Context: an optimization exercise on an open-source flow, tuned for small area. The choices shown serve that exercise and are no tape-out recipe.
Only simulation tests tie the RTL to the original design; equivalence was not proved.

## flow/design.v (module list and top-level ports; edited modules follow where they fit)
// module le_lane_alu: 3341 lines
// module le_fa: 4 lines
// module le_bsel: 3 lines
// module le_ha: 4 lines
module le_lane_alu (
    input  wire        clk,
    input  wire        rst,         
    input  wire        in_valid,
    input  wire [2:0]  op,
    input  wire        mod_sel,     
    input  wire [31:0] a,
    input  wire [31:0] b,
    input  wire [31:0] w,
    output reg         out_valid,
    output wire [31:0] x,
    output wire [31:0] y
);
  // ...
==> flow/flow/run.sh <==
#!/bin/bash
# Own flow: the standard layout, except that
#  - synthesis maps the logic between the flip-flops with flow/abc.script
#    (see abc_wrap.tcl); it is otherwise the standard flow's own script (synth_recipe.tcl),
#    so the registers and their names are the standard synthesis's;
#  - the buffers ORFS puts on every input and output port are buf_1 cells.
set -euo pipefail
W=$(pwd)
{ echo "set ::own_abc_script $W/flow/abc.script"; cat "$W/flow/abc_wrap.tcl" "$W/synth_recipe.tcl"; } > "$W/own_synth.tcl"
sed "s#SYNTH_SCRIPT=[^ ]*#SYNTH_SCRIPT=$W/own_synth.tcl#" "$W/standard.sh" > "$W/own_synth.sh"
grep -q "SYNTH_SCRIPT=$W/own_synth.tcl" "$W/own_synth.sh"
sed 's#^make -C \(.*\) "\${@:-finish}"$#make -C \1 BUFFER_PORTS_ARGS=-buffer_cell\\ sky130_fd_sc_hd__buf_1 "${@:-finish}"#' "$W/standard.sh" > "$W/own_layout.sh"
grep -q "BUFFER_PORTS_ARGS" "$W/own_layout.sh"
bash "$W/own_synth.sh" synth > "$W/synth.log" 2>&1
bash "$W/own_layout.sh" > "$W/layout.log" 2>&1
==> flow/flow/abc.script <==
strash
ifraig
scorr
dc2
strash
&get -n
&dch -f
&nf -R 1000 {D}
&put
==> flow/flow/abc_wrap.tcl <==
# Runs before synth_recipe.tcl. Every abc call of ORFS's synthesis is made with
# flow/abc.script (ABC's default mapping script for a liberty, with more area
# recovery rounds in &nf), and with the clock period in picoseconds (ORFS hands
# ABC the period in the SDC's unit, nanoseconds here, which ABC reads as
# picoseconds and so maps every cone for speed).
proc abc {args} {
  foreach opt {-script -D} {
    set i [lsearch -exact $args $opt]
    if {$i >= 0} { set args [lreplace $args $i [expr {$i + 1}]] }
  }
  set ps 18000
  if {[info exists ::env(FLOW_PERIOD_NS)] && $::env(FLOW_PERIOD_NS) ne ""} {
    set ps [expr {int(round($::env(FLOW_PERIOD_NS) * 1000))}]
  }
  yosys abc -script $::own_abc_script -D $ps {*}$args
}
==> flow/standard.sh <==
#!/bin/bash
# synth_recipe.tcl (not shown) runs the flow's synth.tcl, then flattens the netlist and writes it again
# the make line also repeats each setting of config.mk as NAME=value (left out here)
make -C /OpenROAD-flow-scripts/flow DESIGN_CONFIG=/design/flow/config.mk WORK_HOME=/design/flow/orfs CLKGATE_MAP_FILE= SYNTH_SCRIPT=/design/flow/synth_recipe.tcl "${@:-finish}"
==> flow/config.mk <==
export PLATFORM = sky130hd
export DESIGN_NAME = le_lane_alu
export DESIGN_NICKNAME = le_lane_alu
export VERILOG_FILES = /design/flow/design.v
export SDC_FILE = /design/flow/constraint.sdc
export NUM_CORES = 4
export LEC_CHECK = 0
export ABC_AREA = 1
export CAP_MARGIN = 20
export CORE_MARGIN = 2
export CORE_UTILIZATION = 55
export CTS_CLUSTER_DIAMETER = 120
export CTS_CLUSTER_SIZE = 24
export GPL_TIMING_DRIVEN = 0
export SLEW_MARGIN = 20
export SYNTH_HIERARCHICAL = 1
export SYNTH_MINIMUM_KEEP_SIZE = 0
==> flow/constraint.sdc <==
create_clock -name core_clock -period 18.0 [get_ports {clk}]
set_input_delay 3.6000 -clock core_clock [delete_from_list [all_inputs] [get_ports {clk}]]
set_output_delay 3.6000 -clock core_clock [all_outputs]
set_load 0.01 [all_outputs]
==> impl_metrics.csv, run 1 <==
group,metric,value,unit
cells_and_area,signal_buffers,193,
cells_and_area,seq_area_frac,0.148,
critical_path,critical_path.reg2reg.endpoint,"p2[39]",
timing,final_worst_path_period_share,0.943,
synthesis,post_synth.cell_area_avg,11.5,um2
clocking,ctsHoldBuffers,0,
worst_hold_path,holdCritStartpoint,"s3[18]",
global_route,grt_use_total,0.331,
cells_and_area,dominant-cell-class,"multi-input combinational cells",
cells_and_area,largest_register_ffs,47,
placed_design,dp.cells,3748,
synthesis,ys_types,35,
critical_path,cpMostUsedCell,"sky130_fd_sc_hd__fa_1",
cells_and_area,final_core_utilization,0.614,
synthesis,synth_flop_cell,"sky130_fd_sc_hd__dfxtp_1",
clocking,cts_h_tree_depth,1,
cells_and_area,clock_buffers,18,
timing,timing.final.hold_violations,0,
worst_hold_path,hold_class,"reg -> reg",
timing,tightest_slew,1.09,ns
cells_and_area,layout.cell_area.non_filler,35400,um2
clocking,cts_resized,0,
floorplanning,fp.dieArea,60300,um2
synthesis,proportion_of_netlist_area_held_by_the_largest_area_contributor,0.465,
floorplanning,core_area,57700,um2
run,cap_violations,0,
critical_path,worstSetupEndpoint,"p2[39]",
placed_design,dp_hpwl,75.9,mm
route,totalWireLength,96.7,mm
route,route.met2.wl,47.5,mm
placed_design,placement.setup.worst_slack,1.04,ns
synthesis,synth_top_family_by_area,"adder cells",
worst_hold_path,worstHoldPathCells,0,
run_status,status,"timing/DRC/antenna clean",
floorplanning,top_level_ports,168,
synthesis,synth.most_common_cell,"sky130_fd_sc_hd__fa_1",
synthesis,post_synth_xor_area_fraction,0.0830,
route,drt-met1-wl,39.0,mm
==> run 2: changes to the inputs <==
--- a/flow/config.mk
+++ b/flow/config.mk
@@ -8,10 +8,9 @@
 export ABC_AREA = 1
 export CAP_MARGIN = 20
 export CORE_MARGIN = 2
-export CORE_UTILIZATION = 55
+export CORE_UTILIZATION = 30
 export CTS_CLUSTER_DIAMETER = 120
 export CTS_CLUSTER_SIZE = 24
-export GPL_TIMING_DRIVEN = 0
 export SLEW_MARGIN = 20
 export SYNTH_HIERARCHICAL = 1
 export SYNTH_MINIMUM_KEEP_SIZE = 0
==> run 2 against run 1 <==
Still clean on timing, DRC and antenna. Maximum frequency up 3.1%. Area after synthesis unchanged. Register-to-register slack better by 0.51 ns. Non-clock buffer count up 18. Critical path type unchanged. Largest cell class unchanged.
==> impl_metrics.csv, run 2 <==
group,metric,value,unit
run_status,status,"timing/DRC/antenna clean",
timing,worst_slew_margin_rel,0.297,
placed_design,dp_hpwl,72.1,mm
synthesis,post_synth.cell_area_avg,11.5,um2
run,cap_violations,0,
global_route,grt_first_pass_wirelength,147,mm
cells_and_area,top_regs,"p2 (47), r3 (27)",
cells_and_area,layout.nets,4038,
clocking,tritoncts_num_sinks,260,
critical_path,cp_data_required_time,18.43,ns
timing,final_max_slew_viol_count,0,
worst_hold_path,hold_class,"reg -> reg",
timing,worst_clock_skew,0.0193,ns
critical_path,cpMaxStageDelayCell,"sky130_fd_sc_hd__nor2_1",
cells_and_area,largest_register_ffs,47,
floorplanning,dieHeight,331,um
critical_path,worst-setup-path-type,"reg -> reg",
clocking,cts_h_tree_depth,1,
clocking,clock_tree.buffer_depth,3,
clocking,cts_resized,0,
timing,layout_setup_ws,1.54,ns
route,vias_per_cell,5.08,
route,drt_pass1_iterations,6,
timing,fmax,60.8,MHz
worst_hold_path,holdCritStartpoint,"s2[2]",
timing,finalHoldWorstSlack,0.324,ns
clocking,clock_transition_at_the_registers_of_the_reported_paths,0.10,ns
critical_path,reg2regPathDepth,40,
synthesis,synth.most_common_cell,"sky130_fd_sc_hd__fa_1",
cells_and_area,largest_register_by_flop_count,"p2",
cells_and_area,layout.cell_area.non_filler,35400,um2
cells_and_area,final_core_utilization,0.335,
floorplanning,std_cell_rows,119,
floorplanning,core_area,106000,um2
synthesis,yosys.area.top_type,"sky130_fd_sc_hd__fa_1",
clocking,numCtsBuffers,16,
timing,final.setup.tns,0,ns
placed_design,dp.cells,4392,
cells_and_area,drive_gt1_frac,0.0400,
synthesis,ys_seq_elements,260,
clocking,cts_setup_buffers,0,
critical_path,critical_path.reg2reg.endpoint,"p2[46]",
timing,final_worst_path_period_share,0.914,
critical_path,critical_path.startpoint_type,"flip-flop",
clocking,ctsHoldBuffers,0,
cells_and_area,multi_input_area,25700,um2
route,route.detailed.drc,0,
synthesis,synth_flop_cell,"sky130_fd_sc_hd__dfxtp_1",
route,drt.antenna.violating_nets,0,
placed_design,post_dp_cell_area,34900,um2
timing,grt_setup_unrepaired,"no",
timing,report.final.setup_viol,0,
timing,layout_min_cycle_time,16.46,ns
global_route,grt_overflow_total,0,
synthesis,synth_enable_flop_cells,0,
synthesis,asyncSetResetFlopFracSynth,0,
clocking,cts_tree,"built",
cells_and_area,layout_commonest_cell,"sky130_fd_sc_hd__fa_1",
cells_and_area,stdcell_count,4418,
synthesis,synth.cell_area,32100,um2
route,via_count,22400,
cells_and_area,filler_cell_count,10700,
worst_hold_path,whs_endpoint,"s3[2]",
clocking,cell_chosen_for_the_clock_root,"sky130_fd_sc_hd__clkbuf_16",
route,avgRoutedWirePerCell,21.4,um
route,detail_route.iter0.violations,1908,
critical_path,setup.reg_to_reg.worst_slack,1.54,ns
critical_path,cpMostUsedCell,"sky130_fd_sc_hd__fa_1",
synthesis,ys_types,35,
placed_design,placement.setup.worst_slack,1.60,ns
global_route,grt_use_total,0.177,
cells_and_area,area_growth_syn_to_layout,10.4,%
cells_and_area,ff_latch_area,5220,um2
critical_path,path_max_fanout,25,
timing,tightest_slew,1.05,ns
placed_design,port_buffers,131,
floorplanning,fp.dieW,331,um
synthesis,postSynthCellCount,2792,
route,totalWireLength,94.6,mm
floorplanning,fp.dieArea,110000,um2
global_route,grt_max_degree,48,
clocking,clk-insertion-delay-late,0.54,ns
worst_hold_path,worstHoldPathCells,0,
synthesis,yosys-top-cells-area,"sky130_fd_sc_hd__fa_1 (46%), sky130_fd_sc_hd__dfxtp_1 (16%), sky130_fd_sc_hd__xnor2_1 (7.9%), sky130_fd_sc_hd__ha_1 (6.6%), sky130_fd_sc_hd__a22oi_1 (6.3%)",
synthesis,proportion_of_netlist_area_held_by_the_largest_area_contributor,0.465,
synthesis,synth.yosys.seq_area_share,0.162,
critical_path,r2r_start,"y1[0]",
floorplanning,top_level_ports,168,
critical_path,cp_slowest_stage_delay,0.82,ns
floorplanning,start_util,0.304,
synthesis,ys_top_cells_by_count,"sky130_fd_sc_hd__fa_1 (745), sky130_fd_sc_hd__clkinv_1 (316), sky130_fd_sc_hd__xnor2_1 (288)",
global_route,grt_pass1_vias,24400,
timing,timing.final.hold_violations,0,
cells_and_area,layout.cells.most_common_list,"sky130_fd_sc_hd__fa_1 (745), sky130_fd_sc_hd__clkinv_1 (316), sky130_fd_sc_hd__xnor2_1 (288), sky130_fd_sc_hd__a22oi_1 (271), sky130_fd_sc_hd__dfxtp_1 (251)",
critical_path,cp_data_arrival_time,16.89,ns
critical_path,worst_setup_end_kind,"flip-flop",
global_route,initial_antenna_violation_count,7,
synthesis,yosys_warnings,7,
placed_design,finalWeightedCongestion,0.920,
[run 2: cell counts after synthesis]
No cell type changed its count.
[run 2: area by class of cell]
| cell class | count | share of cell area |
|---|---|---|
| inverter | 316 | 0.0335 |
| timing repair buffer | 211 | 0.0314 |
| sequential | 260 | 0.147 |
| clock inverter | 5 | 0.00198 |
| clock buffer | 19 | 0.0119 |
| tap | 1391 | 0.0491 |
| multi-input combinational | 2215 | 0.725 |
| antenna | 1 | 0.0000706 |
[run 2: worst max-delay path by stage]
stage | from | slack [ns] | depth (start not counted) | end
after global placement | y1[0] | 1.69 | 40 | p2[45]
after floorplan | y1[1] | 1.50 | 40 | p2[37]
after detailed placement | y1[0] | 1.60 | 40 | p2[46]
after global routing | y1[0] | 0.98 | 40 | p2[44]
after CTS | op4[0] | 1.53 | 32 | x[21]
final | y1[0] | 1.54 | 40 | p2[46]
[run 2: logic make-up (layout without fill, tap and decap cells)]
| kind of cell | Yosys count | in the layout | synth area share |
|---|---|---|---|
| other | 1 | 19 | 0.000117 |
| DFF | 260 | 260 | 0.162 |
| muxes | 45 | 45 | 0.0148 |
| adders and majority gates | 915 | 915 | 0.531 |
| xor gates and xnor gates | 304 | 304 | 0.0830 |
| and+or+nand+nor | 378 | 378 | 0.0510 |
| buffers and inverters | 334 | 551 | 0.0412 |
| AOI/OAI and AO/OA | 555 | 555 | 0.117 |
[run 2: critical path: cells and delay by family (launching register included)]
kind            cells  cell delay, ns
buf+inv             1            0.22
flops               1            0.31
simple gates        1            0.82
fa+ha+maj          35           14.18
xor+xnor            1            0.18
compound gates      1            0.19
mux                 1            0.42
[run 2: modules after synthesis (local to each module, per instance)]
module / times used / area (um2) / flops+latches / cells
le_bsel: 264 / 16.3 / 0 / 2
le_fa: 745 / 20.0 / 0 / 1
le_ha: 58 / 12.5 / 0 / 1
le_lane_alu: 1 / 12200 / 260 / 1461
[run 2: per-layer routing]
metal | part of all wire | vias to the layer above | track usage
li1 | - | 9721 | -
met2 | 0.47 | 991 | 0.287
met1 | 0.40 | 11500 | 0.229
met5 | 0.00020 | - | 0
met4 | 0.049 | 2 | 0.0736
met3 | 0.082 | 240 | 0.0366
==> run 3: changes to the inputs <==
--- a/flow/config.mk
+++ b/flow/config.mk
@@ -8,7 +8,7 @@
 export ABC_AREA = 1
 export CAP_MARGIN = 20
 export CORE_MARGIN = 2
-export CORE_UTILIZATION = 30
+export CORE_UTILIZATION = 40
 export CTS_CLUSTER_DIAMETER = 120
 export CTS_CLUSTER_SIZE = 24
 export SLEW_MARGIN = 20
==> run 3 against run 2 <==
Still clean on timing, DRC and antenna. Setup slack improved by 0.18 ns. Register-to-register slack better by 0.18 ns. Non-clock buffer count shrank 1.
==> impl_metrics.csv, run 3 <==
group,metric,value,unit
floorplanning,start_util,0.405,
synthesis,synth.yosys.seq_area_share,0.162,
floorplanning,fp.dieArea,82500,um2
cells_and_area,layout.cells.most_common_list,"sky130_fd_sc_hd__fa_1 (745), sky130_fd_sc_hd__clkinv_1 (316), sky130_fd_sc_hd__xnor2_1 (288), sky130_fd_sc_hd__a22oi_1 (271), sky130_fd_sc_hd__dfxtp_1 (251)",
synthesis,synth_flop_cell,"sky130_fd_sc_hd__dfxtp_1",
timing,report.final.setup_viol,0,
timing,final_max_slew_viol_count,0,
floorplanning,dieHeight,287,um
synthesis,asyncSetResetFlopFracSynth,0,
critical_path,worst_setup_end_kind,"flip-flop",
cells_and_area,largest_register_by_flop_count,"p2",
global_route,grt_overflow_total,0,
timing,final_worst_path_period_share,0.904,
cells_and_area,drive_gt1_frac,0.0416,
placed_design,finalWeightedCongestion,0.934,
cells_and_area,layout.cell_area.non_filler,35100,um2
synthesis,proportion_of_netlist_area_held_by_the_largest_area_contributor,0.465,
timing,tightest_slew,1.01,ns
cells_and_area,layout_commonest_cell,"sky130_fd_sc_hd__fa_1",
critical_path,reg2regPathDepth,41,
timing,grt_setup_unrepaired,"no",
worst_hold_path,hold_class,"reg -> reg",
synthesis,yosys_warnings,7,
clocking,ctsHoldBuffers,0,
placed_design,post_dp_cell_area,34500,um2
clocking,clk-insertion-delay-late,0.58,ns
floorplanning,top_level_ports,168,
global_route,grt_use_total,0.231,
global_route,grt_pass1_vias,23900,
floorplanning,fp.dieW,287,um
route,drt_pass1_iterations,6,
clocking,clock_tree.buffer_depth,3,
critical_path,path_max_fanout,14,
timing,timing.final.hold_violations,0,
cells_and_area,top_regs,"p2 (47), r3 (27)",
run,cap_violations,0,
timing,worst_clock_skew,0.0392,ns
critical_path,cp_data_required_time,18.46,ns
cells_and_area,filler_cell_count,7542,
clocking,tritoncts_num_sinks,260,
global_route,grt_max_degree,48,
timing,final.setup.tns,0,ns
placed_design,port_buffers,131,
cells_and_area,layout.nets,4039,
floorplanning,std_cell_rows,103,
clocking,cts_h_tree_depth,1,
critical_path,cp_slowest_stage_delay,0.66,ns
worst_hold_path,worstHoldPathCells,0,
cells_and_area,largest_register_ffs,47,
synthesis,ys_types,35,
critical_path,cpMaxStageDelayCell,"sky130_fd_sc_hd__fa_1",
synthesis,post_synth.cell_area_avg,11.5,um2
synthesis,synth_enable_flop_cells,0,
clocking,cell_chosen_for_the_clock_root,"sky130_fd_sc_hd__clkbuf_16",
critical_path,critical_path.startpoint_type,"flip-flop",
synthesis,yosys-top-cells-area,"sky130_fd_sc_hd__fa_1 (46%), sky130_fd_sc_hd__dfxtp_1 (16%), sky130_fd_sc_hd__xnor2_1 (7.9%), sky130_fd_sc_hd__ha_1 (6.6%), sky130_fd_sc_hd__a22oi_1 (6.3%)",
route,vias_per_cell,5.47,
run_status,status,"timing/DRC/antenna clean",
clocking,numCtsBuffers,18,
timing,worst_slew_margin_rel,0.324,
clocking,cts_setup_buffers,0,
synthesis,ys_seq_elements,260,
global_route,initial_antenna_violation_count,6,
synthesis,yosys.area.top_type,"sky130_fd_sc_hd__fa_1",
placed_design,dp_hpwl,71.8,mm
clocking,cts_resized,0,
timing,fmax,61.4,MHz
clocking,cts_tree,"built",
route,via_count,22300,
critical_path,cpMostUsedCell,"sky130_fd_sc_hd__fa_1",
synthesis,synth.cell_area,32100,um2
timing,layout_min_cycle_time,16.27,ns
route,drt.antenna.violating_nets,0,
synthesis,ys_top_cells_by_count,"sky130_fd_sc_hd__fa_1 (745), sky130_fd_sc_hd__clkinv_1 (316), sky130_fd_sc_hd__xnor2_1 (288)",
route,detail_route.iter0.violations,1861,
cells_and_area,area_growth_syn_to_layout,9.39,%
route,route.detailed.drc,0,
synthesis,postSynthCellCount,2792,
route,avgRoutedWirePerCell,22.9,um
critical_path,worst-setup-path-type,"reg -> reg",
synthesis,synth.most_common_cell,"sky130_fd_sc_hd__fa_1",
timing,finalHoldWorstSlack,0.319,ns
route,totalWireLength,93.2,mm
cells_and_area,final_core_utilization,0.443,
critical_path,cp_data_arrival_time,16.74,ns
global_route,grt_first_pass_wirelength,144,mm
clocking,clock_transition_at_the_registers_of_the_reported_paths,0.10,ns
floorplanning,core_area,79300,um2
==> run 3: critical path: cells and delay by family, from the launching register on <==
| kind | cells | cell delay, ns |
|---|---|---|
| AO/OA/AOI/OAI | 1 | 0.10 |
| XOR/XNOR | 1 | 0.18 |
| adder cells (fa/ha/maj) | 35 | 14.08 |
| buffers and inverters | 2 | 0.46 |
| flip-flops | 1 | 0.35 |
| multiplexers | 1 | 0.41 |
| AND/OR/NAND/NOR | 1 | 0.54 |
==> run 3: modules after synthesis, one instance, submodules excluded <==
module,area [um2],flip-flops and latches,cells
le_ha,12.5,0,1
le_bsel,16.3,0,2
le_fa,20.0,0,1
le_lane_alu,12200,260,1461
==> run 3: worst paths after layout <==
check | from | endpoint | slack (ns)
worst max register to register | y1[1] | p2[39] | 1.73
worst min-delay path | s3[16] | s4[16] | 0.32
worst min register to register | s3[16] | s4[16] | 0.32
worst max-delay path | y1[1] | p2[39] | 1.73
==> run 3: area by class of cell <==
cell class                 count  area (um2)  area share
timing repair buffer         210        1080      0.0308
multi-input combinational   2215       25700       0.732
inverter                     316        1190      0.0338
sequential                   260        5220       0.149
clock inverter                 8         155     0.00442
clock buffer                  18         450      0.0128
tap                         1050        1310      0.0374
antenna                        1        2.50   0.0000713
==> run 3: cells by family after synthesis <==
logic type	after synthesis	share of synthesized area
XOR/XNOR	304	0.0830
AND/OR/NAND/NOR	378	0.0510
buffers and inverters	334	0.0412
other	1	0.000117
flip-flops	260	0.162
multiplexers	45	0.0148
adder cells (fa/ha/maj)	915	0.531
AO/OA/AOI/OAI	555	0.117
==> run 3: metrics by stage <==
| stage | worst slack, ns | instances |
|---|---|---|
| final | 1.73 | 4078 |
| after global placement | 1.86 | 4050 |
| after detailed placement | 1.77 | 4051 |
| after CTS | 1.75 | 4077 |
| after global routing | 1.25 | 4077 |
| after floorplan | 1.50 | 2809 |
==> run 3: metal layers <==
layer / wire (um) / global-route usage / part of all wire / up-vias
met5: 30 / 0 / 0.00032 / -
met4: 4020 / 0.0921 / 0.043 / 4
met3: 6930 / 0.0385 / 0.074 / 212
met2: 43700 / 0.372 / 0.47 / 897
met1: 38500 / 0.310 / 0.41 / 11500
li1: - / - / - / 9734

what the ideal ports hide:
The results above use ideal ports. As a check the final layouts listed here were re-extracted and re-timed, cells and wires unchanged. Step 1, drivers: a clkbuf_16 drives clk and a buf_2 each remaining input, both assumed. Step 2 moves the port delays by t, midway between the first and last clock arrival at a register: inputs arrive t later, outputs are due t later. That takes back most of the time a late clock gives input paths. Slacks: no drivers / after step 1 / after step 2; pairs: no drivers / after step 1.
run	shift t [ns]	slack for setup (ns)	hold WS [ns]	latest minus earliest clock arrival (ns)	worst data-port slew with drivers (ns)
run 1	0.598	1.029 / 1.029 / 1.029	0.320 / 0.320 / 0.320	0.028 / 0.028	0.08
run 2	0.587	1.542 / 1.542 / 1.542	0.324 / 0.324 / 0.324	0.039 / 0.039	0.06
run 3	0.628	1.726 / 1.726 / 1.726	0.319 / 0.319 / 0.319	0.043 / 0.044	0.05
After both steps setup and hold are still met in every run listed.
